This is an optimization exercise on Yosys and OpenROAD, whose aim is small area, a short achievable clock period and few clock cycles, not a production implementation.
Only simulation tests tie the RTL to the original design; equivalence was not proved.

// stats_reducer
module stats_reducer (
    input  wire         clk,
    input  wire         rst,           
    input  wire         in_valid,
    output wire         in_ready,
    input  wire         in_commit,     
    input  wire [39:0]  in_word,
    input  wire [31:0]  in_idx,        
    input  wire [31:0]  in_tick,       
    input  wire         cfg_en,        
    input  wire         cfg_align,     
    input  wire         cfg_tap,       
    input  wire [8:0]   cfg_ch,        
    input  wire [23:0]  cfg_w_m1,      
    output wire         out_valid,
    input  wire         out_ready,
    output wire [359:0] out_pkt
);
clock: 13.5 ns
lec_check: 0
cap_margin: 20
core_margin: 2
core_utilization: 40
place_density: 0.6
slew_margin: 20
run.sh (not shown) runs the stock make flow with config.mk's settings and CLKGATE_MAP_FILE= SYNTH_SCRIPT=/design/flow/synth_recipe.tcl, a recipe that flattens the netlist after the stock synthesis.
Testbench counts at the start, summed over its fixed seeds: cycles 290,970.
Change:
--- a/flow/design.v
+++ b/flow/design.v
@@ -248,27 +248,17 @@
     wire        it_mrk   = i_item[37];
     wire        it_close = i_item[36];
     wire        it_excl  = i_item[35];
     wire        it_ovr   = i_item[34];
     wire        it_cals  = i_item[33];
     wire        it_sub   = i_item[32];
     wire signed [31:0] v = i_item[31:0];
     wire [33:0] i34 = {2'b00, it_idx};
-    wire [30:0] sq_u = v[30:0];
-    wire        sq_s = v[31];
-    reg  [63:0] vsq;
-    integer k;
-    always @(*) begin
-        vsq = {{32{1'b0}}, ({32{sq_s}} & ~{1'b0, sq_u})} << 32;
-        for (k = 0; k < 31; k = k + 1)
-            vsq = vsq + ({33'd0, sq_u[k] ? (sq_u >> (k + 1)) : 31'd0} << (2 * k + 2))
-                      + ({63'd0, sq_u[k]} << (2 * k));
-        vsq = vsq + {31'd0, sq_s, 32'd0} + {1'b0, sq_s, 62'd0};
-    end
+    wire signed [63:0] vsq = v * v;
     reg        c_en, c_align, c_tap;
     reg [8:0]  c_ch;
     reg [24:0] c_w;                     
     wire [33:0] w34 = {9'd0, c_w};
     reg               w_open;           
     reg               w_pend;           
     reg               w_short;          
     reg        [33:0] w_end;            
Worst hold slack degrades by 0.0035 ns; final area increases by 15%; worst setup slack improves by 0.28 ns; non-clock buffer count increases by 17; utilization decreases by 0.58 points; fmax increases by 2.3%.
Testbench counts after the change, summed over its fixed seeds: cycles 290,970.

--- another note on this design; it stands on its own ---

== v6 ==
==> flow/design.v (excerpt) <==
module stats_reducer (
    input  wire         clk,
    input  wire         rst,           
    input  wire         in_valid,
    output wire         in_ready,
    input  wire         in_commit,     
    input  wire [39:0]  in_word,
    input  wire [31:0]  in_idx,        
    input  wire [31:0]  in_tick,       
    input  wire         cfg_en,        
    input  wire         cfg_align,     
    input  wire         cfg_tap,       
    input  wire [8:0]   cfg_ch,        
    input  wire [23:0]  cfg_w_m1,      
    output wire         out_valid,
    input  wire         out_ready,
    output wire [359:0] out_pkt
);
    localparam IW = 1 + 32 + 32 + 38;
    wire [3:0] in_mtype  = in_word[31:28];
    wire       in_closer = (in_mtype == 4'h8 && in_word[12:11] == 2'b00) ||
                           (in_mtype == 4'h3 && in_word[27] && in_word[17:16] != 2'b10);
    wire       in_excl   = in_word[37] | in_word[36] | in_word[35];
    wire [37:0] in_d = in_commit ? {2'b00, cfg_en, cfg_align, cfg_tap, cfg_ch, cfg_w_m1}
                                 : {in_word[32], in_closer, in_excl, in_word[38],
                                    in_word[34], in_word[33], in_word[31:0]};
    wire [IW-1:0] in_item = {in_commit, in_tick, in_idx, in_d};
    reg           i_valid, s_valid;
    reg  [IW-1:0] i_item, s_item;
    wire          consume;
    assign in_ready = !s_valid;
    wire   take = in_valid && !s_valid;
    always @(posedge clk) begin
  ...
For scale: ~12000 cells after synthesis, roughly 1400 flip-flops, about 510 I/O pins.
export LEC_CHECK = 0
export ABC_CLOCK_PERIOD_IN_PS = 4000
export CAP_MARGIN = 20
export CORE_MARGIN = 2
export CORE_UTILIZATION = 55
export PLACE_DENSITY = 0.7
export SLEW_MARGIN = 20
create_clock -name core_clock -period 13.5 [get_ports {clk}]
standard.sh (not shown) runs the stock make flow with config.mk's settings and CLKGATE_MAP_FILE= SYNTH_SCRIPT=/design/flow/synth_recipe.tcl, a recipe that flattens the netlist after the stock synthesis.
==> flow/flow/run.sh <==
#!/bin/bash
# Own layout flow: the standard synthesis unchanged, then the standard layout
# steps with timing repair aimed at a larger setup margin, so that the period
# the layout achieves is shorter than the clock period. Each step's output is
# kept in a log file of its own in this folder.
set -euo pipefail
MARGIN=$(cat flow/margin.txt)
bash standard.sh synth > synth.log 2>&1
bash standard.sh SETUP_SLACK_MARGIN=$MARGIN finish > layout.log 2>&1
==> flow/flow/margin.txt <==
8.4
Testbench counts of v6, summed over its fixed seeds: cycles 278,964.
--- input diff v6..v7 ---
- CORE_UTILIZATION now 40, was 55
- PLACE_DENSITY now 0.6, was 0.7
==> flow/flow/margin.txt <==
8
[summary]
- Result for v6 and v7: all clean
- Relative to v6, v7 degrades post-layout minimum cycle time.
- Comparing the two runs side by side, v7 comes out behind v6 on worst setup slack.
- Re number of max-slew violations in the final report: no difference whatsoever between v6 and v7.

-- afterwards: timing with drivers on the ports --
No port has a modelled driver above. Below, the same layouts with a new extraction and two added sets of constraints. Step 1: set_driving_cell puts a clkbuf_16 on clk and a buf_2 on each other input, an assumption about the parent block. Step 2, shift: input delay + t, output delay - t, t = (earliest + latest rising clock arrival at the registers) / 2. This alone moves slack from input paths to output paths. Three values: ideal ports, drivers, drivers and shift; two values: the first two.
| run | shift t [ns] | slack for setup (ns) | worst setup path at the end |
|---|---|---|---|
| the first run of note 1 | 0.931 | 1.358 / 1.358 / 1.358 | register to register |
| the second run of note 1 | 0.930 | 1.635 / 1.635 / 1.635 | register to register |
| v6 | 0.894 | 8.047 / 8.047 / 7.377 | input to register |
| v7 | 0.958 | 8.000 / 8.000 / 7.254 | input to register |
After both steps every run listed still meets setup and hold. The setup slack of v7, which loses most, moves by 0.000 ns with the drivers and by -0.746 ns with both steps.
